From an optimization exercise on the open Yosys and OpenROAD flow, aimed at small area and a short achievable clock period; shortcuts taken in it are not production practice. Only simulation tests tie the RTL to the original design; equivalence was not proved. Power figures rest on the tool's default switching activity, not on a simulated workload.

==> flow/design.v (outline; a module is shown in full before it is edited, if it fits) <==
// module lens_fpu: 319 lines
// module lens_fpu_tz24: 32 lines
// module lens_fpu_mul24: 1070 lines
module lens_fpu (
    input             clk,
    input             rst,
    input             f_mv,
    input      [3:0]  f_port,
    input      [31:0] f_data,
    output reg [31:0] f_out,
    output reg [4:0]  f_fl,
    output reg        f_done
);
  // ...
==> flow/flow/run.sh <==
#!/bin/bash
# The standard layout, with timing repair aiming for setup slack of at least
# SETUP_SLACK_MARGIN ns at the design's clock period, so that repair_timing
# sizes and buffers the longest paths. Make's output goes to flow_make.log.
set -euo pipefail
bash standard.sh SETUP_SLACK_MARGIN=12 finish > flow_make.log 2>&1
==> flow/standard.sh <==
#!/bin/bash
# synth_recipe.tcl (not shown) runs the flow's synth.tcl, then flattens the netlist and writes it again
# the make line also repeats each setting of config.mk as NAME=value (left out here)
make -C /OpenROAD-flow-scripts/flow DESIGN_CONFIG=/design/flow/config.mk WORK_HOME=/design/flow/orfs CLKGATE_MAP_FILE= SYNTH_SCRIPT=/design/flow/synth_recipe.tcl "${@:-finish}"
==> flow/config.mk <==
export PLATFORM = sky130hd
export DESIGN_NAME = lens_fpu
export DESIGN_NICKNAME = lens_fpu
export VERILOG_FILES = /design/flow/design.v
export SDC_FILE = /design/flow/constraint.sdc
export NUM_CORES = 4
export LEC_CHECK = 0
export ABC_AREA = 1
export CAP_MARGIN = 20
export CORE_MARGIN = 2
export CORE_UTILIZATION = 40
export SLEW_MARGIN = 20
==> flow/constraint.sdc <==
create_clock -name core_clock -period 17.0 [get_ports {clk}]
set_input_delay 3.4000 -clock core_clock [delete_from_list [all_inputs] [get_ports {clk}]]
set_output_delay 3.4000 -clock core_clock [all_outputs]
set_load 0.01 [all_outputs]
==> results.json, run 1 <==
{
  "run_status": "no timing/DRC/antenna violations",
  "antenna_found_initial": 5,
  "hp-start": "r1_sp[4]$_DFF_P_",
  "crit_chain": "clkinvlp_4, o22ai_1, xor2_1, fa_1, fa_1, fa_1, fa_1, fa_1, a221oi_1, nand2_1",
  "die_x_um": 317,
  "power_frac_seq_pct": 27.1,
  "seq_cells": 349,
  "met3_length_um": 13600,
  "hold_buffers": 0,
  "synth_most_common_cell": "nand2_1",
  "power_switching_uw": 1580,
  "vias": 40700,
  "rows": 114,
  "p_leak_uw": 0.0209,
  "worst_pin_slew_ns": 1.17,
  "grt_max_degree": 92,
  "drc_errors": 0,
  "pg_seq_uw": 970,
  "antenna_left": 0,
  "power-per-cell-area_nw_per_um2": 83.9,
  "synthSimpleGateAreaFrac_pct": 28.1,
  "clockPowerShare_pct": 27.0,
  "async_flop_share_pct": 0,
  "worstRegToRegCells": 10,
  "synth_top_family_by_area": "simple AND/OR/NAND/NOR gates",
  "post_cts_resized": 13,
  "hold_violations": 0,
  "grt-ovfl-total": 0,
  "final_area_sq_um": 42600,
  "cts_buffers": 42,
  "combPwrFrac_pct": 45.9,
  "slowest_delay_ns": 0.68,
  "clockRootBuffer": "clkbuf_16",
  "grt_pass1_vias": 38900,
  "nNonClkInverters": 731,
  "swShare_pct": 44.3,
  "crit_buf_inv": 1,
  "crit_cells": 10,
  "r2r-end": "r1_a[24]$_DFF_P_"
}
==> run 2, diff against run 1 <==
==> flow/run.sh (new file) <==
#!/bin/bash
# synth_recipe.tcl (not shown) runs the flow's synth.tcl, then flattens the netlist and writes it again
# the make line also repeats each setting of config.mk as NAME=value (left out here)
make -C /OpenROAD-flow-scripts/flow DESIGN_CONFIG=/design/flow/config.mk WORK_HOME=/design/flow/orfs CLKGATE_MAP_FILE= SYNTH_SCRIPT=/design/flow/synth_recipe.tcl finish
removed: flow/flow/run.sh
removed: flow/standard.sh
==> run 2 against run 1 <==
Net effect: still clean; register-to-register slack got worse by 0.82 ns; clock power about the same; cell count decreased by 0.14%; design area decreased by 0.61%; first-iteration DRC count increased by 0.12%; sequential power about the same; sequential share of layout area increased by 0.095 points; synthesized cell count unchanged; global-route usage about the same; largest cell class unchanged; highest routed layer unchanged.
==> results.json, run 2 <==
{
  "grtUsageTotal_pct": 31.7,
  "rr_startpoint": "b[5]$_SDFFE_PP0P_",
  "grt_pass1_vias": 38900,
  "drt_wl_total_um": 161000,
  "post_cts_resized": 0,
  "syn-cell-area_sq_um": 39200,
  "ys.flop_type": "dfxtp_1",
  "drc_errors": 0,
  "clock-sinks": 349,
  "htreeDepth": 2,
  "postLayoutCoreUtil_pct": 43.7,
  "clockRootBuffer": "clkbuf_16",
  "setup_viol": 0,
  "cts_buffers": 42,
  "end_kind": "flop",
  "grt_max_degree": 92,
  "antenna_found_initial": 5,
  "clockPowerShare_pct": 27.1,
  "worst_pin_slew_ns": 1.18,
  "cts_tree": "built",
  "finalCritPeriodShare_pct": 34.0,
  "hold_buffers": 0,
  "io_pins": 77,
  "antenna_left": 0,
  "wl_per_cell_um": 23.1,
  "firstDrtPassIters": 6,
  "seq_area_frac_synth_pct": 17.8,
  "drv_slew": 0,
  "fill_cells": 10300,
  "reg.largest.list": "r1_a: 48 flops, r1_b: 48 flops, r2_v: 48 flops",
  "ys_types": 63,
  "p_leak_uw": 0.0208,
  "clk_pin_slew_worst_paths_ns": 0.06,
  "crit_fanout": 36,
  "crit_type": "reg2reg",
  "die_y_um": 317,
  "power_switching_uw": 1580,
  "vias": 40600,
  "setup_tns_ns": 0,
  "gp_congestion": 0.993,
  "ys_ff_latch": 349,
  "synth-edff-count": 0,
  "combPwrFrac_pct": 45.8,
  "die_area_sq_um": 101000,
  "worstPathRequired_ns": 17.47,
  "synth_most_common_cell": "nand2_1",
  "power_frac_seq_pct": 27.2,
  "synth.largest_area_cell": "dfxtp_1",
  "avgSynthCellArea_sq_um": 6.77,
  "period_needed_ns": 5.78,
  "die_x_um": 317,
  "clkLatencyLatePin_ns": 0.62,
  "layout_common_cells": "nand2_1, inv_1, nand3_1, xor2_1, nor2_1",
  "synthTopCellsByCount": "nand2_1, inv_1, nand3_1, xor2_1, nor2_1",
  "layout_commonest_cell": "nand2_1",
  "cap_violations": 0,
  "holdWs_ns": 0.318,
  "hold_path.class": "reg2reg",
  "cts_setup_buffers": 0,
  "crit_path_start_kind": "flop",
  "swShare_pct": 44.2,
  "synthesis.nets": 6257,
  "internal_power_uw": 1990,
  "via_per_inst": 5.81,
  "max-slew-margin-rel_pct": 21.0,
  "cp.arrival_ns": 6.25,
  "ctsLongestPathBuffers": 3,
  "port_buffers": 75,
  "hp-start": "r1_sp[4]$_DFF_P_",
  "syn-instance-count": 5791,
  "yosys_warnings": 2,
  "dp_hpwl_um": 122000,
  "ir_drop_mv": 0.0708,
  "startpoint": "b[5]$_SDFFE_PP0P_",
  "async_flop_share_pct": 0,
  "grt-ovfl-total": 0,
  "core_region_area_sq_um": 97000,
  "synth_top_area_share_pct": 17.8,
  "yosys-top-cells-area": "dfxtp_1, fa_1, nand2_1, xor2_1, nand3_1",
  "clock_skew_ns": 0.0405,
  "rows": 114,
  "start_util_pct": 40.4,
  "drt_iter0_markers": 4186,
  "rsz0062_at_grt": "false",
  "area_delta_synth_final_pct": 7.95,
  "layout-drive-gt1-share_pct": 5.95,
  "max_freq_ghz": 0.173,
  "hold_violations": 0,
  "fin_nets": 6147,
  "power-per-cell-area_nw_per_um2": 84.2,
  "run_status": "no timing/DRC/antenna violations",
  "grt_pass1_wl_um": 243000
}
run 2: cell counts after synthesis:
Identical to the previous run, type by type.
run 2: power groups by stage:
stage / Clock [uW] / Sequential (uW) / Combinational [uW]
5_1_grt: 1010 / 975 / 1790
3_5_place_dp: 0 / 985 / 1590
4_1_cts: 983 / 968 / 1590
6_report: 964 / 969 / 1630
3_3_place_gp: 0 / 984 / 1580
2_1_floorplan: 0 / 964 / 1060
run 2: layout make-up:
cell class	count	area [sq um]	area share (%)
Antenna cell	1	2.50	0.00591
Clock buffer	54	1190	2.80
Clock inverter	23	278	0.656
Inverter	729	2740	6.48
Multi-Input combinational cell	4397	28100	66.4
Sequential cell	349	6990	16.5
Tap cell	1276	1600	3.77
Timing Repair Buffer	162	1410	3.33
run 2: critical path: stages, from the launching register on:
cell and delay [ns]:
dfxtp_1 0.32, buf_4 0.46, clkinv_1 0.61, ha_1 0.50, nand2_1 0.11, o21ai_0 0.18
a21oi_1 0.06, o21ai_0 0.26, nand2_1 0.26, nand3_4 0.38, nand2_1 0.09, nand2_1 0.77
inv_2 0.47, nand3_1 0.22, o21ai_0 0.20, or2_2 0.36, nand3_1 0.11, nand2_1 0.07
inv_1 0.07, nand2_1 0.05, nand2_1 0.07, nand3_1 0.06
run 2: routing by layer:
| layer | GRT usage, % | routed length, um | up-vias |
|---|---|---|---|
| met3 | 4.94 | 13500 | 451 |
| li1 | - | - | 18900 |
| met1 | 41.3 | 66400 | 19200 |
| met4 | 16.2 | 9260 | 8 |
| met5 | 0 | 106 | - |
| met2 | 50.9 | 72200 | 2004 |
run 2: final timing paths:
kind / to / slack [ns] / cells past startpoint
worst min register to register: r2_sp[4]$_DFF_P_ / 0.32 / 0
worst min-delay path: r2_sp[4]$_DFF_P_ / 0.32 / 0
worst max-delay path: r1_b[26]$_DFF_P_ / 11.22 / 21
worst max register to register: r1_b[26]$_DFF_P_ / 11.22 / 21
run 2: per-stage QoR:
step	cells	instance area [sq um]	worst slack (ns)	power, uW
floorplan	5791	39200	12.16	2030
global placement	6912	40900	10.89	2570
detailed placement	6912	40900	10.87	2570
CTS	6989	42300	11.39	3540
global route	6990	42300	10.97	3770
finish	6991	42300	11.22	3560
run 2: logic make-up after synthesis:
family / share of synthesized area [%]
and+or+nand+nor: 28.1
other: 0.00956
muxes: 0.0798
buffers and inverters: 10.5
adders and majority gates: 18.5
xor gates and xnor gates: 8.55
AOI/OAI and AO/OA: 16.4
DFF: 17.8
==> module lens_fpu, before the edit <==
module lens_fpu (
    input             clk,
    input             rst,
    input             f_mv,
    input      [3:0]  f_port,
    input      [31:0] f_data,
    output reg [31:0] f_out,
    output reg [4:0]  f_fl,
    output reg        f_done
);
    reg [31:0] b;
    reg [12:0] b_one, b_two, b_neg;    
    reg        v0;
    reg [3:0]  op0;
    reg [31:0] x0;
    reg        x0h;        
    wire trig = f_mv && (f_port == 4'd4 || f_port == 4'd5 || f_port == 4'd6 ||
                         f_port >= 4'd10);
    wire [25:0] bm_in = {2'b00, f_data[30:23] != 8'd0, f_data[22:0]};
    reg  [12:0] bo_in, bt_in, bn_in;
    integer     bi;
    always @(*) begin
        for (bi = 0; bi < 13; bi = bi + 1) begin
            bo_in[bi] = bm_in[2*bi] ^ ((bi == 0) ? 1'b0 : bm_in[2*bi-1]);
            bt_in[bi] = (bm_in[2*bi+1] & !bm_in[2*bi] & !((bi == 0) ? 1'b0 : bm_in[2*bi-1])) |
                        (!bm_in[2*bi+1] & bm_in[2*bi] & ((bi == 0) ? 1'b0 : bm_in[2*bi-1]));
            bn_in[bi] = bm_in[2*bi+1];
        end
    end
    always @(posedge clk) begin
        if (rst) begin
            b     <= 32'd0;
            b_one <= 13'd0;
            b_two <= 13'd0;
            b_neg <= 13'd0;
            v0    <= 1'b0;
        end else begin
            if (f_mv && f_port == 4'd0) begin
                b     <= f_data;
                b_one <= bo_in;
                b_two <= bt_in;
                b_neg <= bn_in;
            end
            v0 <= trig;
        end
        op0 <= f_port;
        x0  <= f_data;
        x0h <= (f_data[30:23] != 8'd0);
    end
    wire is_as   = (op0 == 4'd4) || (op0 == 4'd5);
    wire is_mul  = (op0 == 4'd6);
    wire is_eq   = (op0 == 4'd10);
    wire is_lt   = (op0 == 4'd11);
    wire is_le   = (op0 == 4'd12);
    wire is_itof = (op0 == 4'd13) || (op0 == 4'd14);
    wire        xs = x0[31];
    wire [7:0]  xe = x0[30:23];
    wire [22:0] xf = x0[22:0];
    wire        ys = b[31];
    wire        yse = b[31] ^ (op0 == 4'd5);    
    wire [7:0]  ye = b[30:23];
    wire [22:0] yf = b[22:0];
    wire xe_z = !x0h;
    wire ye_z = (ye == 8'd0);
    wire xe_f = (xe == 8'hFF);
    wire ye_f = (ye == 8'hFF);
    wire xf_z = (xf == 23'd0);
    wire yf_z = (yf == 23'd0);
    wire x_nan  = xe_f && !xf_z;
    wire y_nan  = ye_f && !yf_z;
    wire x_snan = x_nan && !xf[22];
    wire y_snan = y_nan && !yf[22];
    wire x_inf  = xe_f && xf_z;
    wire y_inf  = ye_f && yf_z;
    wire x_zero = xe_z && xf_z;
    wire y_zero = ye_z && yf_z;
    wire any_nan  = x_nan | y_nan;
    wire any_snan = x_snan | y_snan;
    wire [23:0] xm = {!xe_z, xf};
    wire [23:0] ym = {!ye_z, yf};
    wire [7:0]  xex = {xe[7:1], xe[0] | xe_z};    
    wire [7:0]  yex = {ye[7:1], ye[0] | ye_z};
    wire x_ge  = (x0[30:0] >= b[30:0]);
    wire m_eq  = (x0[30:0] == b[30:0]);
    wire        sub_e = xs ^ yse;
    wire [8:0]  d_xy  = {1'b0, xex} - {1'b0, yex};
    wire [8:0]  d_yx  = {1'b0, yex} - {1'b0, xex};
    wire [7:0]  ed    = x_ge ? d_xy[7:0] : d_yx[7:0];
    wire [23:0] lm    = x_ge ? xm : ym;
    wire [23:0] sm    = x_ge ? ym : xm;
    wire [7:0]  le    = x_ge ? xex : yex;
    wire        ls    = x_ge ? xs : yse;
    wire        ed_big = (ed > 8'd26);
    wire [4:0]  eds   = ed[4:0];
    wire [26:0] sm_w  = {sm, 3'b000};
    wire [26:0] sm_sh = ed_big ? 27'd0 : (sm_w >> eds);
    wire        a_stk = ed_big ? (sm != 24'd0) : ((sm_w & ~(27'h7FF_FFFF << eds)) != 27'd0);
    wire [27:0] al    = {1'b0, lm, 3'b000};
    wire [27:0] as_   = {1'b0, sm_sh[26:1], sm_sh[0] | a_stk};
    wire [47:0] pra, prb;
    lens_fpu_mul24 u_mul (.x(xm), .one(b_one), .two(b_two), .neg(b_neg), .ra(pra), .rb(prb));
    wire [8:0]  ez   = {1'b0, xex} + {1'b0, yex};
    wire signed [9:0] eb_mul = $signed({1'b0, ez}) - 10'sd126;
    wire        m_tiny = (eb_mul <= 10'sd0);
    wire signed [9:0] eb_m31 = eb_mul + 10'sd31;
    wire [6:0]  t_mul = eb_m31[9] ? 7'd0 : eb_m31[6:0];
    wire        i_neg = (op0 == 4'd13) && x0[31];
    wire [6:0]  t_fi  = (xe >= 8'd127) ? (xe[6:0] + 7'd2) : 7'd0;     
    wire        fi_ovf = (xe >= 8'd158);
    wire [4:0]  tzx, tzy;
    lens_fpu_tz24 u_tzx (.a(xm), .tz(tzx));
    lens_fpu_tz24 u_tzy (.a(ym), .tz(tzy));
    wire [5:0]  tzs = {1'b0, tzx} + (is_mul ? {1'b0, tzy} : 6'd0);
    wire both_z = x_zero & y_zero;
    wire c_eq = !any_nan && m_eq && ((xs == ys) || x_zero);
    wire c_lt = !any_nan && !both_z &&
                ((xs && !ys) || (!xs && !ys && !x_ge) || (xs && ys && x_ge && !m_eq));
    reg        sp, sp_nv, sp_s, sp_e, sp_q, sp_m, sp_b0;
    always @(*) begin
        sp = 1'b0; sp_nv = 1'b0; sp_s = 1'b0; sp_e = 1'b0; sp_q = 1'b0; sp_m = 1'b0; sp_b0 = 1'b0;
        if (is_as) begin
            if (any_nan) begin
                sp = 1'b1; sp_e = 1'b1; sp_q = 1'b1; sp_nv = any_snan;
            end else if (x_inf && y_inf && sub_e) begin
                sp = 1'b1; sp_e = 1'b1; sp_q = 1'b1; sp_nv = 1'b1;
            end else if (x_inf) begin
                sp = 1'b1; sp_e = 1'b1; sp_s = xs;
            end else if (y_inf) begin
                sp = 1'b1; sp_e = 1'b1; sp_s = yse;
            end else if (m_eq && (sub_e || x_zero)) begin
                sp = 1'b1; sp_s = xs & yse;
            end
        end else if (is_mul) begin
            if (any_nan) begin
                sp = 1'b1; sp_e = 1'b1; sp_q = 1'b1; sp_nv = any_snan;
            end else if ((x_inf && y_zero) || (y_inf && x_zero)) begin
                sp = 1'b1; sp_e = 1'b1; sp_q = 1'b1; sp_nv = 1'b1;
            end else if (x_inf || y_inf) begin
                sp = 1'b1; sp_e = 1'b1; sp_s = xs ^ ys;
            end else if (x_zero || y_zero) begin
                sp = 1'b1; sp_s = xs ^ ys;
            end
        end else if (is_eq) begin
            sp = 1'b1; sp_b0 = c_eq; sp_nv = any_snan;
        end else if (is_lt) begin
            sp = 1'b1; sp_b0 = c_lt; sp_nv = any_nan;
        end else if (is_le) begin
            sp = 1'b1; sp_b0 = c_lt | c_eq; sp_nv = any_nan;
        end else if (is_itof) begin
            sp = (x0 == 32'd0);
        end else begin   
            if (x_nan) begin
                sp = 1'b1; sp_nv = 1'b1;
            end else if (fi_ovf) begin
                sp = 1'b1; sp_s = xs;
                sp_e = !xs; sp_q = !xs; sp_m = !xs; sp_b0 = !xs;
                sp_nv = !(xs && xe == 8'd158 && xf_z);
            end
        end
    end
    reg  [47:0] ra_n, rb_n;
    reg         ci_n;
    reg  [9:0]  eb_n;
    reg         s_n, fix_n, int_n;
    reg  [6:0]  t_n;
    always @(*) begin
        ra_n = {xm, 24'd0}; rb_n = 48'd0; ci_n = 1'b0;
        eb_n = 10'd158; s_n = xs; fix_n = 1'b1; int_n = 1'b1; t_n = t_fi;
        if (is_mul) begin
            ra_n = pra; rb_n = prb;
            eb_n = eb_mul; s_n = xs ^ ys; fix_n = m_tiny; int_n = 1'b0; t_n = t_mul;
        end else if (is_as) begin
            ra_n = {al, 20'd0}; rb_n = {as_ ^ {28{sub_e}}, {20{sub_e}}}; ci_n = sub_e;
            eb_n = {2'b00, le} + 10'd1; s_n = ls; fix_n = 1'b0; int_n = 1'b0;
        end else if (is_itof) begin
            ra_n = {x0 ^ {32{i_neg}}, 16'd0}; rb_n = {31'd0, i_neg, 16'd0};
            eb_n = 10'd158; s_n = i_neg; fix_n = 1'b0; int_n = 1'b0;
        end
    end
    wire        sen_n  = !fix_n && !eb_n[9] && (eb_n <= 10'd48);
    wire [9:0]  senp10 = 10'd48 - eb_n;
    reg        v1;
    reg [47:0] r1_a, r1_b;
    reg        r1_ci;
    reg [9:0]  r1_eb;
    reg        r1_s, r1_fix, r1_int, r1_sen;
    reg [6:0]  r1_t;
    reg [5:0]  r1_senp;
    reg [5:0]  r1_tzs;     
    reg [6:0]  r1_sp;      
    always @(posedge clk) begin
        if (rst) v1 <= 1'b0;
        else     v1 <= v0;
        r1_a    <= ra_n;
        r1_b    <= rb_n;
        r1_ci   <= ci_n;
        r1_eb   <= eb_n;
        r1_s    <= s_n;
        r1_fix  <= fix_n;
        r1_int  <= int_n;
        r1_t    <= t_n;
        r1_sen  <= sen_n;
        r1_senp <= senp10[5:0];
        r1_tzs  <= tzs;
        r1_sp   <= {sp, sp_nv, sp_s, sp_e, sp_q, sp_m, sp_b0};
    end
    wire [48:0] vc = {r1_a, 1'b1} + {r1_b, r1_ci};
    wire [47:0] v  = vc[48:1];
    wire [47:0] sen_bit = r1_sen ? (48'd1 << r1_senp) : 48'd0;
    wire [63:0] vl = {v | sen_bit, 16'hFFFF};
    reg  [5:0]  lz;
    reg  [31:0] z1v; reg [31:0] z1p;
    reg  [15:0] z2v; reg [31:0] z2p;
    reg  [7:0]  z3v; reg [23:0] z3p;
    reg  [3:0]  z4v; reg [15:0] z4p;
    reg  [1:0]  z5v; reg [9:0]  z5p;
    integer     q;
    always @(*) begin
        for (q = 0; q < 32; q = q + 1) begin
            z1v[q] = vl[2*q+1] | vl[2*q];
            z1p[q] = !vl[2*q+1];
        end
        for (q = 0; q < 16; q = q + 1) begin
            z2v[q] = z1v[2*q+1] | z1v[2*q];
            z2p[2*q+:2] = z1v[2*q+1] ? {1'b0, z1p[2*q+1]} : {1'b1, z1p[2*q]};
        end
        for (q = 0; q < 8; q = q + 1) begin
            z3v[q] = z2v[2*q+1] | z2v[2*q];
            z3p[3*q+:3] = z2v[2*q+1] ? {1'b0, z2p[2*(2*q+1)+:2]} : {1'b1, z2p[2*(2*q)+:2]};
        end
        for (q = 0; q < 4; q = q + 1) begin
            z4v[q] = z3v[2*q+1] | z3v[2*q];
            z4p[4*q+:4] = z3v[2*q+1] ? {1'b0, z3p[3*(2*q+1)+:3]} : {1'b1, z3p[3*(2*q)+:3]};
        end
        for (q = 0; q < 2; q = q + 1) begin
            z5v[q] = z4v[2*q+1] | z4v[2*q];
            z5p[5*q+:5] = z4v[2*q+1] ? {1'b0, z4p[4*(2*q+1)+:4]} : {1'b1, z4p[4*(2*q)+:4]};
        end
        lz = z5v[1] ? {1'b0, z5p[9:5]} : {1'b1, z5p[4:0]};
    end
    reg  [47:0] hp0, hp1, hp2, hp3, hp4, hi_any;
    integer     h;
    always @(*) begin
        hp0 = vl[63:16];
        for (h = 0; h < 48; h = h + 1) hp1[h]    = hp0[h] | ((h + 1 < 48) ? hp0[h+1] : 1'b0);
        for (h = 0; h < 48; h = h + 1) hp2[h]    = hp1[h] | ((h + 2 < 48) ? hp1[h+2] : 1'b0);
        for (h = 0; h < 48; h = h + 1) hp3[h]    = hp2[h] | ((h + 4 < 48) ? hp2[h+4] : 1'b0);
        for (h = 0; h < 48; h = h + 1) hp4[h]    = hp3[h] | ((h + 8 < 48) ? hp3[h+8] : 1'b0);
        for (h = 0; h < 48; h = h + 1) hi_any[h] = hp4[h] | ((h + 16 < 48) ? hp4[h+16] : 1'b0) |
                                                   ((h + 32 < 48) ? hp4[h+32] : 1'b0);
    end
    reg         st_p;
    always @(*) begin
        st_p = 1'b0;
        for (h = 0; h < 23; h = h + 1)
            st_p = st_p | (v[h] & hi_any[h+25]);
    end
    wire [6:0]  t    = r1_fix ? r1_t : {lz[5], !lz[5], lz[4:0]};     
    wire [6:0]  tzt  = {1'b0, r1_tzs} + r1_t;
    wire        fst  = (tzt < (r1_int ? 7'd24 : 7'd55));
    wire        st_n = r1_fix ? fst : st_p;
    wire        ifr_n = fst;
    reg        v2;
    reg [47:0] r2_v;
    reg [6:0]  r2_t;
    reg [9:0]  r2_eb;
    reg [5:0]  r2_lz;
    reg        r2_st, r2_ifr, r2_s, r2_int;
    reg [6:0]  r2_sp;
    always @(posedge clk) begin
        if (rst) v2 <= 1'b0;
        else     v2 <= v1;
        r2_v    <= v;
        r2_t    <= t;
        r2_eb   <= r1_eb;
        r2_lz   <= lz;
        r2_st   <= st_n;
        r2_ifr  <= ifr_n;
        r2_s    <= r1_s;
        r2_int  <= r1_int;
        r2_sp   <= r1_sp;
    end
    wire [79:0] g   = {32'd0, r2_v} << r2_t;
    wire [31:0] w   = g[79:48];
    wire [9:0]  e   = r2_eb - {4'd0, r2_lz};
    wire        ovf0 = w[31] && (e[8] || e[7:0] == 8'hFF);
    wire [7:0]  ef  = w[31] ? e[7:0] : 8'd0;
    wire        g_b = w[7];
    wire        rup = g_b & (r2_st | w[8]);
    wire [30:0] rr  = {ef, w[30:8]} + {30'd0, rup};
    wire        ovf = ovf0 || (rr[30:23] == 8'hFF);
    wire        inx = g_b | r2_st;
    reg  [31:0] res;
    reg  [4:0]  fl;
    always @(*) begin
        fl = 5'd0;
        if (r2_sp[6]) begin
            res   = {r2_sp[4], {8{r2_sp[3]}}, r2_sp[2], {21{r2_sp[1]}}, r2_sp[0]};
            fl[0] = r2_sp[5];
        end else if (r2_int) begin
            res   = r2_s ? -w : w;
            fl[4] = r2_ifr;
        end else if (ovf) begin
            res   = {r2_s, 8'hFF, 23'd0};
            fl[2] = 1'b1;
            fl[4] = 1'b1;
        end else begin
            res   = {r2_s, rr};
            fl[3] = !w[31] & inx;
            fl[4] = inx;
        end
    end
    always @(posedge clk) begin
        if (rst) f_done <= 1'b0;
        else     f_done <= v2;
        f_out <= res;
        f_fl  <= fl;
    end
endmodule
==> run 3, diff against run 2 <==
--- a/flow/design.v
+++ b/flow/design.v
@@ -9,14 +9,16 @@
     output reg        f_done
 );
     reg [31:0] b;
+    reg        bh;                     
     reg [12:0] b_one, b_two, b_neg;    
     reg        v0;
-    reg [3:0]  op0;
+    reg        o_as, o_sub, o_mul, o_eq, o_lt, o_le, o_itof, o_its, o_ftoi;
     reg [31:0] x0;
     reg        x0h;        
     wire trig = f_mv && (f_port == 4'd4 || f_port == 4'd5 || f_port == 4'd6 ||
                          f_port >= 4'd10);
-    wire [25:0] bm_in = {2'b00, f_data[30:23] != 8'd0, f_data[22:0]};
+    reg        st0;
+    wire [25:0] bm_in = {2'b00, x0h, x0[22:0]};
     reg  [12:0] bo_in, bt_in, bn_in;
     integer     bi;
     always @(*) begin
@@ -27,41 +29,58 @@
             bn_in[bi] = bm_in[2*bi+1];
         end
     end
+    reg        rst0;
     always @(posedge clk) begin
-        if (rst) begin
+        rst0 <= rst;
+        if (rst0) begin
             b     <= 32'd0;
+            bh    <= 1'b0;
             b_one <= 13'd0;
             b_two <= 13'd0;
             b_neg <= 13'd0;
-            v0    <= 1'b0;
+        end else if (st0) begin
+            b     <= x0;
+            bh    <= x0h;
+            b_one <= bo_in;
+            b_two <= bt_in;
+            b_neg <= bn_in;
+        end
+    end
+    always @(posedge clk) begin
+        if (rst) begin
+            v0  <= 1'b0;
+            st0 <= 1'b0;
         end else begin
-            if (f_mv && f_port == 4'd0) begin
-                b     <= f_data;
-                b_one <= bo_in;
-                b_two <= bt_in;
-                b_neg <= bn_in;
-            end
-            v0 <= trig;
+            v0  <= trig;
+            st0 <= f_mv && f_port == 4'd0;
         end
-        op0 <= f_port;
+        o_as   <= (f_port == 4'd4) || (f_port == 4'd5);
+        o_sub  <= (f_port == 4'd5);
+        o_mul  <= (f_port == 4'd6);
+        o_eq   <= (f_port == 4'd10);
+        o_lt   <= (f_port == 4'd11);
+        o_le   <= (f_port == 4'd12);
+        o_itof <= (f_port == 4'd13) || (f_port == 4'd14);
+        o_its  <= (f_port == 4'd13);
+        o_ftoi <= (f_port == 4'd15);
         x0  <= f_data;
         x0h <= (f_data[30:23] != 8'd0);
     end
-    wire is_as   = (op0 == 4'd4) || (op0 == 4'd5);
-    wire is_mul  = (op0 == 4'd6);
-    wire is_eq   = (op0 == 4'd10);
-    wire is_lt   = (op0 == 4'd11);
-    wire is_le   = (op0 == 4'd12);
-    wire is_itof = (op0 == 4'd13) || (op0 == 4'd14);
+    wire is_as   = o_as;
+    wire is_mul  = o_mul;
+    wire is_eq   = o_eq;
+    wire is_lt   = o_lt;
+    wire is_le   = o_le;
+    wire is_itof = o_itof;
     wire        xs = x0[31];
     wire [7:0]  xe = x0[30:23];
     wire [22:0] xf = x0[22:0];
     wire        ys = b[31];
-    wire        yse = b[31] ^ (op0 == 4'd5);    
+    wire        yse = b[31] ^ o_sub;    
     wire [7:0]  ye = b[30:23];
     wire [22:0] yf = b[22:0];
     wire xe_z = !x0h;
-    wire ye_z = (ye == 8'd0);
+    wire ye_z = !bh;
     wire xe_f = (xe == 8'hFF);
     wire ye_f = (ye == 8'hFF);
     wire xf_z = (xf == 23'd0);
@@ -85,18 +104,21 @@
     wire        sub_e = xs ^ yse;
     wire [8:0]  d_xy  = {1'b0, xex} - {1'b0, yex};
     wire [8:0]  d_yx  = {1'b0, yex} - {1'b0, xex};
-    wire [7:0]  ed    = x_ge ? d_xy[7:0] : d_yx[7:0];
+    wire        e_ge  = !d_xy[8];
+    wire        e_eq  = (xex == yex);
+    wire [7:0]  ed    = e_ge ? d_xy[7:0] : d_yx[7:0];
     wire [23:0] lm    = x_ge ? xm : ym;
-    wire [23:0] sm    = x_ge ? ym : xm;
-    wire [7:0]  le    = x_ge ? xex : yex;
+    wire [23:0] sm    = e_ge ? ym : xm;
+    wire [7:0]  le    = e_ge ? xex : yex;
     wire        ls    = x_ge ? xs : yse;
     wire        ed_big = (ed > 8'd26);
     wire [4:0]  eds   = ed[4:0];
     wire [26:0] sm_w  = {sm, 3'b000};
-    wire [26:0] sm_sh = ed_big ? 27'd0 : (sm_w >> eds);
+    wire [26:0] sm_s0 = ed_big ? 27'd0 : (sm_w >> eds);
     wire        a_stk = ed_big ? (sm != 24'd0) : ((sm_w & ~(27'h7FF_FFFF << eds)) != 27'd0);
+    wire [26:0] sm_sh = (e_eq && !x_ge) ? {xm, 3'b000} : sm_s0;
     wire [27:0] al    = {1'b0, lm, 3'b000};
-    wire [27:0] as_   = {1'b0, sm_sh[26:1], sm_sh[0] | a_stk};
+    wire [27:0] as_   = {1'b0, sm_sh[26:1], sm_sh[0] | (a_stk && !e_eq)};
     wire [47:0] pra, prb;
     lens_fpu_mul24 u_mul (.x(xm), .one(b_one), .two(b_two), .neg(b_neg), .ra(pra), .rb(prb));
     wire [8:0]  ez   = {1'b0, xex} + {1'b0, yex};
@@ -104,7 +126,7 @@
     wire        m_tiny = (eb_mul <= 10'sd0);
     wire signed [9:0] eb_m31 = eb_mul + 10'sd31;
     wire [6:0]  t_mul = eb_m31[9] ? 7'd0 : eb_m31[6:0];
-    wire        i_neg = (op0 == 4'd13) && x0[31];
+    wire        i_neg = o_its && x0[31];
     wire [6:0]  t_fi  = (xe >= 8'd127) ? (xe[6:0] + 7'd2) : 7'd0;     
     wire        fi_ovf = (xe >= 8'd158);
     wire [4:0]  tzx, tzy;
@@ -177,15 +199,12 @@
             eb_n = 10'd158; s_n = i_neg; fix_n = 1'b0; int_n = 1'b0;
         end
     end
-    wire        sen_n  = !fix_n && !eb_n[9] && (eb_n <= 10'd48);
-    wire [9:0]  senp10 = 10'd48 - eb_n;
     reg        v1;
     reg [47:0] r1_a, r1_b;
     reg        r1_ci;
     reg [9:0]  r1_eb;
-    reg        r1_s, r1_fix, r1_int, r1_sen;
+    reg        r1_s, r1_fix, r1_int;
     reg [6:0]  r1_t;
-    reg [5:0]  r1_senp;
     reg [5:0]  r1_tzs;     
     reg [6:0]  r1_sp;      
     always @(posedge clk) begin
@@ -199,14 +218,14 @@
         r1_fix  <= fix_n;
         r1_int  <= int_n;
         r1_t    <= t_n;
-        r1_sen  <= sen_n;
-        r1_senp <= senp10[5:0];
         r1_tzs  <= tzs;
         r1_sp   <= {sp, sp_nv, sp_s, sp_e, sp_q, sp_m, sp_b0};
     end
     wire [48:0] vc = {r1_a, 1'b1} + {r1_b, r1_ci};
     wire [47:0] v  = vc[48:1];
-    wire [47:0] sen_bit = r1_sen ? (48'd1 << r1_senp) : 48'd0;
+    wire        sen     = !r1_eb[9] && (r1_eb <= 10'd48);
+    wire [9:0]  senp    = 10'd48 - r1_eb;
+    wire [47:0] sen_bit = sen ? (48'd1 << senp[5:0]) : 48'd0;
     wire [63:0] vl = {v | sen_bit, 16'hFFFF};
     reg  [5:0]  lz;
     reg  [31:0] z1v; reg [31:0] z1p;
==> flow/flow/run.sh (new file) <==
#!/bin/bash
# The standard layout, with two changes: timing repair aims for setup slack
# of at least SETUP_SLACK_MARGIN ns at the design's clock period, so that
# repair_timing sizes and buffers the longest paths; and the port buffers are
# buf_2 cells; repair may also change a cell's footprint. Make's output goes to flow_make.log (each tool's own log is
# under orfs/logs).
set -euo pipefail
bash standard.sh SETUP_SLACK_MARGIN=12.6 MATCH_CELL_FOOTPRINT=0 "BUFFER_PORTS_ARGS=-buffer_cell sky130_fd_sc_hd__buf_2" finish > flow_make.log 2>&1
==> flow/standard.sh (new file) <==
#!/bin/bash
# synth_recipe.tcl (not shown) runs the flow's synth.tcl, then flattens the netlist and writes it again
# the make line also repeats each setting of config.mk as NAME=value (left out here)
make -C /OpenROAD-flow-scripts/flow DESIGN_CONFIG=/design/flow/config.mk WORK_HOME=/design/flow/orfs CLKGATE_MAP_FILE= SYNTH_SCRIPT=/design/flow/synth_recipe.tcl "${@:-finish}"
removed: flow/run.sh
==> run 3 against run 2 <==
Net effect: combinational power is 25% lower; setup slack gained 1.3 ns; area after synthesis down 1.6%; sequential cell count is 1 higher; largest power group unchanged; still clean.
==> results.json, run 3 <==
{
  "hold_path.class": "reg2reg",
  "run_status": "no timing/DRC/antenna violations",
  "internal_power_uw": 1830,
  "hp-start": "r1_sp[2]$_DFF_P_",
  "layout_common_cells": "nand2_1, inv_1, nand3_1, nor2_1, xor2_1",
  "cts_buffers": 44,
  "synth_top_area_share_pct": 18.2,
  "rsz0062_at_grt": "true",
  "worst_pin_slew_ns": 1.43,
  "drt_wl_total_um": 171000,
  "seq_area_frac_synth_pct": 18.2,
  "yosys_warnings": 2,
  "clkLatencyLatePin_ns": 0.65,
  "layout_commonest_cell": "nand2_1",
  "vias": 41200,
  "die_x_um": 315,
  "drt_iter0_markers": 5212,
  "swShare_pct": 42.5,
  "critical_path.top_delay_family": "flip-flops",
  "grt_max_degree": 65,
  "clockRootBuffer": "clkbuf_16",
  "avgSynthCellArea_sq_um": 6.76,
  "ys_ff_latch": 350,
  "total_power_uw": 3190,
  "grt_pass1_wl_um": 250000,
  "setup_tns_ns": 0,
  "multi_input_area_sq_um": 27900,
  "clockPowerShare_pct": 31.9,
  "grtUsageTotal_pct": 33.5,
  "crit_path_start_kind": "flop",
  "max_freq_ghz": 0.223,
  "critPathSlowestCell": "dfxtp_1",
  "power_switching_uw": 1350,
  "htreeDepth": 2,
  "firstDrtPassIters": 6,
  "port_buffers": 75,
  "r2r-end": "r1_b[22]$_DFF_P_",
  "synth.largest_area_cell": "dfxtp_1",
  "ys_types": 68,
  "synth_most_common_cell": "nand2_1",
  "rows": 113,
  "syn-cell-area_sq_um": 38600,
  "combPwrFrac_pct": 38.5,
  "start_util_pct": 40.5,
  "slowest_delay_ns": 0.31,
  "worstPathRequired_ns": 13.60,
  "clk_pin_slew_worst_paths_ns": 0.06,
  "setup_viol": 0,
  "dp_hpwl_um": 126000,
  "end_kind": "output port",
  "placed_area_sq_um": 39900,
  "io_pins": 77,
  "antenna_found_initial": 8,
  "async_flop_share_pct": 0,
  "crit_type": "reg2out",
  "hold_end": "r2_sp[2]$_DFF_P_",
  "yosys-top-cells-area": "dfxtp_1, fa_1, nand2_1, xor2_1, nand3_1",
  "drc_errors": 0,
  "fin_nets": 6135,
  "final_area_sq_um": 42900,
  "layout-drive-gt1-share_pct": 9.50,
  "drv_slew": 0,
  "holdWs_ns": 0.327,
  "power-per-cell-area_nw_per_um2": 74.4,
  "synthTopCellsByCount": "nand2_1, inv_1, nand3_1, nor2_1, xor2_1",
  "grt-ovfl-total": 0,
  "cp.arrival_ns": 1.08,
  "area_delta_synth_final_pct": 11.1,
  "crit_chain": "buf_2",
  "die_y_um": 315,
  "cts_tree": "built",
  "wl_per_cell_um": 24.6,
  "hold_buffers": 0,
  "finalCritPeriodShare_pct": 26.3,
  "synth-edff-count": 0,
  "postLayoutCoreUtil_pct": 45.0,
  "core_region_area_sq_um": 95300,
  "syn-instance-count": 5706,
  "rr_startpoint": "x0[15]$_DFF_P_",
  "crit_fanout": 1,
  "rrSetupSlack_ns": 12.64,
  "die_area_sq_um": 99000,
  "period_needed_ns": 4.48,
  "worstRegToRegCells": 11,
  "ctsLongestPathBuffers": 3,
  "antenna_left": 0,
  "cap_violations": 0,
  "gp_congestion": 1.03,
  "via_per_inst": 5.91,
  "synthesis.nets": 6173,
  "clock-sinks": 350,
  "max-slew-margin-rel_pct": 4.80,
  "p_leak_uw": 0.0208,
  "fill_cells": 10000,
  "ys.flop_type": "dfxtp_1",
  "clock_skew_ns": 0.0553,
  "power_frac_seq_pct": 29.6,
  "hold_depth": 0,
  "grt_pass1_vias": 38900,
  "regArea_sq_um": 7060,
  "crit_buf_inv": 1,
  "reg.largest.list": "r1_a: 48 flops, r1_b: 48 flops, r2_v: 48 flops",
  "hold_violations": 0,
  "ir_drop_mv": 0.0738
}
## run 3: cell count changes after synthesis, moves of 12 or more
cell / previous run / this run
a221oi_1: 26 / 1
a31oi_1: 27 / 13
buf_1: 70 / 54
buf_2: 49 / 37
clkbuf_1: 177 / 228
clkinv_1: 30 / 12
inv_2: 29 / 14
nand2_2: 27 / 15
nand3_1: 580 / 554
nand3_2: 39 / 10
nand4_1: 74 / 62
nor2_1: 354 / 389
o2111ai_1: 8 / 22
## run 3: logic make-up after synthesis
kind of cell    count (synthesis)  synth area share, %
simple gates                 2391                 26.6
compound gates               1114                 16.9
buf+inv                      1020                 10.3
fa+ha+maj                     428                 18.9
xor+xnor                      392                 8.91
flops                         350                 18.2
mux                            10                0.263
other cells                     1              0.00972
## run 3: power by group through the flow
stage / Sequential (uW) / Clock (uW) / Combinational (uW)
after floorplan: 945 / 0 / 769
after global placement: 953 / 0 / 1140
after detailed placement: 954 / 0 / 1130
after CTS: 939 / 1030 / 1160
after global routing: 948 / 1060 / 1340
final: 943 / 1020 / 1230
## run 3: per-stage QoR
stage | cells | setup WS (ns)
after global placement | 6810 | 11.26
final | 6973 | 12.52
after floorplan | 5706 | 12.99
after detailed placement | 6810 | 11.28
after global routing | 6969 | 12.49
after CTS | 6914 | 12.49
## run 3: worst max-delay path by stage
stage                      startpoint               end  slack [ns]  cells after the start
floorplan           b[1]$_SDFFE_PP0P_  r1_b[24]$_DFF_P_       12.99                     12
global placement          x0h$_DFF_P_  r1_b[27]$_DFF_P_       11.26                     23
detailed placement        x0h$_DFF_P_  r1_b[27]$_DFF_P_       11.28                     23
CTS                 f_out[24]$_DFF_P_         f_out[24]       12.49                      1
global route        f_done$_SDFF_PP0_            f_done       12.49                      1
finish              f_out[24]$_DFF_P_         f_out[24]       12.52                      1
## run 3: final cells by class
class	instances	share of cell area (%)
Multi-Input combinational cell	4338	65.0
Antenna cell	4	0.0233
Tap cell	1265	3.69
Timing Repair Buffer	237	4.54
Inverter	685	6.41
Sequential cell	350	16.5
Clock buffer	51	2.77
Timing Repair inverter	12	0.158
Clock inverter	31	0.884
## run 3: timing repair
action / CTS / global route
cloned: 3 / 14
setup buffers: 19 / 41
setup endpoints to repair: 131 / 119
gates resized for setup: 93 / 151
pin swaps: 0 / 9
## run 3: layer usage
metal | share of wire [%] | GRT usage, % | up-vias
li1 | - | - | 18800
met1 | 42 | 45.8 | 19600
met2 | 42 | 50.3 | 2443
met3 | 11 | 7.17 | 461
met4 | 4.9 | 14.9 | 8
met5 | 0.095 | 0.919 | -
==> run 4, diff against run 3 <==
--- a/flow/flow/run.sh
+++ b/flow/flow/run.sh
@@ -5,4 +5,4 @@
 # buf_2 cells; repair may also change a cell's footprint. Make's output goes to flow_make.log (each tool's own log is
 # under orfs/logs).
 set -euo pipefail
-bash standard.sh SETUP_SLACK_MARGIN=12.6 MATCH_CELL_FOOTPRINT=0 "BUFFER_PORTS_ARGS=-buffer_cell sky130_fd_sc_hd__buf_2" finish > flow_make.log 2>&1
+bash standard.sh SETUP_SLACK_MARGIN=12.52 MATCH_CELL_FOOTPRINT=0 "BUFFER_PORTS_ARGS=-buffer_cell sky130_fd_sc_hd__buf_2" finish > flow_make.log 2>&1
==> run 4 against run 3 <==
Net effect: combinational power about the same; maximum frequency down 0.39%; cell count down 0.20%; non-clock buffer count down 10; power down 0.26%; via count down 0.18%; register-to-register slack worse by 0.14 ns; setup slack worse by 0.018 ns; routed wire length down 0.31%; clock-buffer cell count unchanged; critical path type is now reg2reg.
==> results.json, run 4 <==
{
  "run_status": "no timing/DRC/antenna violations",
  "worstPathRequired_ns": 17.52,
  "reg.largest.list": "r1_a: 48 flops, r1_b: 48 flops, r2_v: 48 flops",
  "avgSynthCellArea_sq_um": 6.76,
  "gp_congestion": 1.03,
  "clock_skew_ns": 0.0526,
  "via_per_inst": 5.92,
  "end_kind": "flop",
  "die_x_um": 315,
  "crit_cells": 10,
  "period_needed_ns": 4.50,
  "htreeDepth": 2,
  "drv_slew": 0,
  "critPathSlowestCell": "dfxtp_1",
  "synthTopCellsByCount": "nand2_1, inv_1, nand3_1, nor2_1, xor2_1",
  "p_leak_uw": 0.0207,
  "synth.largest_area_cell": "dfxtp_1",
  "cts_buffers": 44,
  "finalCritPeriodShare_pct": 26.4,
  "crit_fanout": 12,
  "cp.arrival_ns": 5.02,
  "clockRootBuffer": "clkbuf_16",
  "crit_path_start_kind": "flop",
  "wl_per_cell_um": 24.5,
  "synth_top_area_share_pct": 18.2,
  "grt_pass1_vias": 38800,
  "grt-ovfl-total": 0,
  "synth-edff-count": 0,
  "syn-instance-count": 5706,
  "io_pins": 77,
  "layout_commonest_cell": "nand2_1",
  "area_delta_synth_final_pct": 10.5,
  "synth_most_common_cell": "nand2_1",
  "setup_tns_ns": 0,
  "async_flop_share_pct": 0,
  "antenna_left": 0,
  "fill_cells": 10100,
  "start_util_pct": 40.5,
  "hold_violations": 0,
  "yosys_warnings": 2,
  "placed_area_sq_um": 39900,
  "rows": 113,
  "cap_violations": 0,
  "dp_hpwl_um": 126000,
  "clock-sinks": 350,
  "seq_area_frac_synth_pct": 18.2,
  "crit_chain": "clkinvlp_4, o22ai_1, xor2_1, fa_1, fa_1, fa_1, fa_1, fa_1, nand2_1, nand3_1",
  "hold_buffers": 0,
  "max_freq_ghz": 0.222,
  "antenna_found_initial": 6,
  "clkLatencyLatePin_ns": 0.64,
  "drt_wl_total_um": 171000,
  "clk_pin_slew_worst_paths_ns": 0.07,
  "ir_drop_mv": 0.0731,
  "die_y_um": 315,
  "layout-drive-gt1-share_pct": 8.91,
  "crit_buf_inv": 1,
  "cp_common_cell": "fa_1",
  "vias": 41200,
  "port_buffers": 75,
  "ys_ff_latch": 350,
  "crit_type": "reg2reg",
  "slowest_delay_ns": 0.58,
  "power-per-cell-area_nw_per_um2": 74.6,
  "setup_viol": 0,
  "layout_common_cells": "nand2_1, inv_1, nand3_1, nor2_1, xor2_1",
  "drt_iter0_markers": 5345,
  "drc_errors": 0,
  "core_region_area_sq_um": 95300,
  "final_area_sq_um": 42600,
  "hold_path.class": "reg2reg",
  "worst_pin_slew_ns": 1.23,
  "rsz0062_at_grt": "true",
  "grtUsageTotal_pct": 33.3,
  "worstRegToRegCells": 10,
  "fin_nets": 6122,
  "ctsLongestPathBuffers": 3,
  "cts_tree": "built",
  "grt_max_degree": 65,
  "syn-cell-area_sq_um": 38600,
  "ys.flop_type": "dfxtp_1",
  "firstDrtPassIters": 6,
  "yosys-top-cells-area": "dfxtp_1, fa_1, nand2_1, xor2_1, nand3_1",
  "grt_pass1_wl_um": 249000,
  "critical_path.top_delay_family": "adder cells",
  "synthesis.nets": 6173,
  "hold_depth": 0,
  "die_area_sq_um": 99000,
  "max-slew-margin-rel_pct": 17.8,
  "ys_types": 68
}
## run 4: cell count changes in the layout (fill, tap and decap cells not counted), sizes merged
| cell | change |
|---|---|
| diode | -1 |
| nand2 | -1 |
| clkbuf | -2 |
| clkinvlp | -6 |
| inv | +2 |
| buf | -8 |
| clkinv | +2 |
## run 4: cell type report
class,instances,area (sq um),area share (%)
diodes,3,7.51,0.0176
clock buffers,51,1190,2.78
clock inverters,31,379,0.889
inverters,685,2720,6.38
multi-input cells,4337,27800,65.2
flip-flops and latches,350,7060,16.6
well taps,1265,1580,3.71
repair buffers,227,1840,4.32
repair inverters,10,57.6,0.135
## run 4: stage by stage
step | util [%] | worst slack [ns] | total power, uW | hold slack [ns] | std cells
final | 44.8 | 12.50 | 3180 | 0.328 | 6959
after global routing | 44.7 | 12.49 | 3330 | 0.335 | 6956
after CTS | 43.8 | 12.49 | 3120 | 0.330 | 6901
after detailed placement | 41.9 | 11.28 | 2090 | 0.313 | 6810
after global placement | 41.9 | 11.26 | 2090 | 0.312 | 6810
after floorplan | - | 12.99 | 1710 | 0.310 | 5706
## run 4: timing repair
item                                    4_1_cts  5_1_grt
endpoints found under the setup margin      114      111
buffers inserted                              9       41
resized for setup                            66      140
pin swaps                                     0        3
endpoints found under the hold margin         0        0
gates cloned                                  0       14
## run 4: path summary, 6_finish.rpt
path	to	slack, ns	startpoint
setup reg to reg	r1_b[22]$_DFF_P_	12.50	b_two[2]$_SDFFE_PP0P_
setup / recovery	r1_b[22]$_DFF_P_	12.50	b_two[2]$_SDFFE_PP0P_
hold reg to reg	r2_sp[6]$_DFF_P_	0.33	r1_sp[6]$_DFF_P_
hold / removal	r2_sp[6]$_DFF_P_	0.33	r1_sp[6]$_DFF_P_
## run 4: report_power, final
group	switching [uW]	leakage [uW]	internal, uW
Combinational	849	0.0171	372
Clock	451	0.000748	565
Sequential	49.8	0.00289	892
## run 4: routing by layer
metal | track usage, % | up-vias | share of wire [%]
li1 | - | 18700 | -
met1 | 45.5 | 19600 | 42
met2 | 50.1 | 2314 | 42
met3 | 7.08 | 454 | 11
met4 | 14.8 | 8 | 5.0
met5 | 0.919 | - | 0.088
## run 4: cells by family (layout without fill, tap and decap cells)
logic type                 Yosys count  count (layout)  share of synthesized area (%)
AOI/OAI and AO/OA                 1114            1114                           16.9
xor gates and xnor gates           392             392                           8.91
adders and majority gates          428             428                           18.9
buffers and inverters             1020            1004                           10.3
DFF                                350             350                           18.2
muxes                               10              10                          0.263
other                                1               4                        0.00972
and+or+nand+nor                   2391            2392                           26.6
## run 4: worst reg2reg max path: stages (launching register included)
cell and delay, ns:
dfxtp_1 0.58, clkinvlp_4 0.45, o22ai_1 0.30, xor2_1 0.21, fa_1 0.49, fa_1 0.51, fa_1 0.42, fa_1 0.56
fa_1 0.42, nand2_1 0.31, nand3_1 0.13
==> run 5, diff against run 4 <==
--- a/flow/config.mk
+++ b/flow/config.mk
@@ -8,5 +8,5 @@
 export ABC_AREA = 1
 export CAP_MARGIN = 20
 export CORE_MARGIN = 2
-export CORE_UTILIZATION = 40
+export CORE_UTILIZATION = 45
 export SLEW_MARGIN = 20
==> run 5 against run 4 <==
Net effect: clock-buffer cell count increased by 3; area after synthesis unchanged; highest routed layer unchanged; largest power group unchanged; sequential power increased by 0.7%; critical endpoint is now r1_b[20]$_DFF_P_.
==> results.json, run 5 <==
{
  "synth.largest_area_cell": "dfxtp_1",
  "syn-instance-count": 5706,
  "critical_path.top_delay_family": "adder cells",
  "ys.flop_type": "dfxtp_1",
  "final_area_sq_um": 42800,
  "clkLatencyLatePin_ns": 0.62,
  "ir_drop_mv": 0.0973,
  "drt_wl_total_um": 174000,
  "setup_tns_ns": 0,
  "grt_max_degree": 72,
  "wl_per_cell_um": 25.4,
  "firstDrtPassIters": 8,
  "grt-ovfl-total": 0,
  "htreeDepth": 2,
  "gp_congestion": 1.02,
  "finalCritPeriodShare_pct": 26.3,
  "clockRootBuffer": "clkbuf_16",
  "die_x_um": 297,
  "placed_area_sq_um": 39700,
  "clock-sinks": 350,
  "grt_pass1_vias": 39100,
  "max-slew-margin-rel_pct": 8.43,
  "ctsLongestPathBuffers": 3,
  "port_buffers": 75,
  "antenna_found_initial": 7,
  "synthesis.nets": 6173,
  "async_flop_share_pct": 0,
  "layout_commonest_cell": "nand2_1",
  "synth-edff-count": 0,
  "crit_fanout": 11,
  "power-per-cell-area_nw_per_um2": 75.2,
  "crit_buf_inv": 1,
  "period_needed_ns": 4.47,
  "run_status": "no timing/DRC/antenna violations",
  "yosys-top-cells-area": "dfxtp_1, fa_1, nand2_1, xor2_1, nand3_1",
  "cts_buffers": 43,
  "hold_buffers": 0,
  "layout-drive-gt1-share_pct": 9.57,
  "via_per_inst": 6.01,
  "area_delta_synth_final_pct": 10.8,
  "die_area_sq_um": 88100,
  "end_kind": "flop",
  "dp_hpwl_um": 128000,
  "rsz0062_at_grt": "true",
  "drc_errors": 0,
  "drv_slew": 0,
  "p_leak_uw": 0.0209,
  "clock_skew_ns": 0.0283,
  "io_pins": 77,
  "synth_most_common_cell": "nand2_1",
  "vias": 41200,
  "avgSynthCellArea_sq_um": 6.76,
  "worstPathRequired_ns": 17.49,
  "crit_chain": "clkinvlp_2, o22ai_1, xor2_1, fa_1, fa_1, fa_1, fa_1, nand2_1, nand3_1",
  "drt_iter0_markers": 4856,
  "ys_types": 68,
  "rows": 107,
  "hold_path.class": "reg2reg",
  "syn-cell-area_sq_um": 38600,
  "holdWs_ns": 0.327,
  "reg.largest.list": "r1_a: 48 flops, r1_b: 48 flops, r2_v: 48 flops",
  "total_power_uw": 3220,
  "synth_top_area_share_pct": 18.2,
  "setup_viol": 0,
  "die_y_um": 297,
  "layout_common_cells": "nand2_1, inv_1, nand3_1, nor2_1, xor2_1",
  "core_region_area_sq_um": 85100,
  "cts_tree": "built",
  "max_freq_ghz": 0.224,
  "hold_violations": 0,
  "worst_pin_slew_ns": 1.37,
  "clk_pin_slew_worst_paths_ns": 0.06,
  "ys_ff_latch": 350,
  "antenna_left": 0,
  "critPathSlowestCell": "clkinvlp_2",
  "slowest_delay_ns": 0.82,
  "grt_pass1_wl_um": 254000,
  "cap_violations": 0,
  "grtUsageTotal_pct": 37.8,
  "start_util_pct": 45.3,
  "fin_nets": 6141,
  "crit_path_start_kind": "flop",
  "seq_area_frac_synth_pct": 18.2,
  "cp.arrival_ns": 4.96,
  "cp_common_cell": "fa_1",
  "crit_type": "reg2reg",
  "yosys_warnings": 2,
  "synthTopCellsByCount": "nand2_1, inv_1, nand3_1, nor2_1, xor2_1"
}
run 5: cell families after synthesis:
family | share of synthesized area (%)
buffers and inverters | 10.3
AO/OA/AOI/OAI | 16.9
other | 0.00972
adder cells (fa/ha/maj) | 18.9
multiplexers | 0.263
XOR/XNOR | 8.91
AND/OR/NAND/NOR | 26.6
flip-flops | 18.2
run 5: final cells by class:
cell class / count / area [sq um]
timing repair buffer: 241 / 1950
fill: 8858 / 42400
multi-input combinational: 4339 / 27900
sequential: 350 / 7070
tap: 1144 / 1430
clock buffer: 54 / 1220
antenna: 1 / 2.50
timing repair inverter: 14 / 82.6
clock inverter: 25 / 368
inverter: 685 / 2720
run 5: worst reg2reg max path, cell delays in order (launching register included):
cell and delay (ns):
dfxtp_1 0.55, clkinvlp_2 0.83, o22ai_1 0.45, xor2_1 0.24, fa_1 0.44, fa_1 0.44
fa_1 0.54, fa_1 0.42, nand2_1 0.31, nand3_1 0.13
run 5: what timing repair did:
| action | CTS | global route |
|---|---|---|
| pin swaps | 2 | 8 |
| gates resized for setup | 91 | 131 |
| buffers inserted | 22 | 47 |
| setup endpoints to repair | 92 | 97 |
| cloned | 6 | 16 |
run 5: path summary, 6_finish.rpt:
check / from / endpoint / slack (ns) / cells after the start
worst max-delay path: b_one[8]$_SDFFE_PP0P_ / r1_b[20]$_DFF_P_ / 12.53 / 9
worst min-delay path: r1_sp[6]$_DFF_P_ / r2_sp[6]$_DFF_P_ / 0.33 / 0
worst min register to register: r1_sp[6]$_DFF_P_ / r2_sp[6]$_DFF_P_ / 0.33 / 0
worst max register to register: b_one[8]$_SDFFE_PP0P_ / r1_b[20]$_DFF_P_ / 12.53 / 9
run 5: metal layers:
| metal | up-vias | track usage (%) | wire length (um) |
|---|---|---|---|
| li1 | 18800 | - | - |
| met1 | 19600 | 50.5 | 70500 |
| met2 | 2368 | 58.4 | 74800 |
| met3 | 474 | 8.20 | 19100 |
| met4 | 14 | 17.0 | 9470 |
| met5 | - | 0.541 | 230 |
run 5: report_power, final:
| part | internal (uW) | leakage (uW) | switching [uW] |
|---|---|---|---|
| Clock | 634 | 0.000781 | 418 |
| Combinational | 377 | 0.0172 | 839 |
| Sequential | 892 | 0.00290 | 57.0 |
| Total | 1900 | 0.0209 | 1310 |
run 5: stage by stage:
stage | utilization [%] | setup WS, ns | instances
floorplan | - | 12.99 | 5706
global placement | 46.6 | 10.78 | 6680
detailed placement | 46.7 | 10.77 | 6682
CTS | 49.1 | 12.50 | 6789
global route | 50.2 | 12.45 | 6852
finish | 50.2 | 12.53 | 6853

## static timing again, ports no longer ideal
How much do the figures lean on ideal ports? The routed layouts below were timed once more, with nothing changed but the port constraints.
Step 1: set_driving_cell puts a clkbuf_16 on clk and a buf_2 on each other input, an assumption about the parent block.
Step 2, shift: input delay + t, output delay - t, t = (earliest + latest rising clock arrival at the registers) / 2. This alone moves slack from input paths to output paths.
Three values: no drivers, after step 1, after step 2; two values: the first two.
| run | shift t [ns] | setup slack, ns | hold WS [ns] | latest minus earliest clock arrival (ns) |
|---|---|---|---|---|
| run 1 | 0.671 | 12.039 / 12.039 / 11.483 | 0.318 / 0.318 / 0.318 | 0.040 / 0.040 |
| run 2 | 0.671 | 11.216 / 11.216 / 10.840 | 0.318 / 0.318 / 0.318 | 0.043 / 0.043 |
| run 3 | 0.690 | 12.522 / 12.451 / 12.638 | 0.327 / 0.327 / 0.327 | 0.057 / 0.057 |
| run 4 | 0.690 | 12.505 / 12.451 / 12.505 | 0.328 / 0.328 / 0.328 | 0.055 / 0.055 |
| run 5 | 0.676 | 12.528 / 12.489 / 12.528 | 0.327 / 0.327 / 0.327 | 0.029 / 0.028 |
After both steps every run listed still meets setup and hold. For run 1, which loses most, drivers alone change the setup slack by 0.000 ns; drivers and shift together by -0.556 ns.
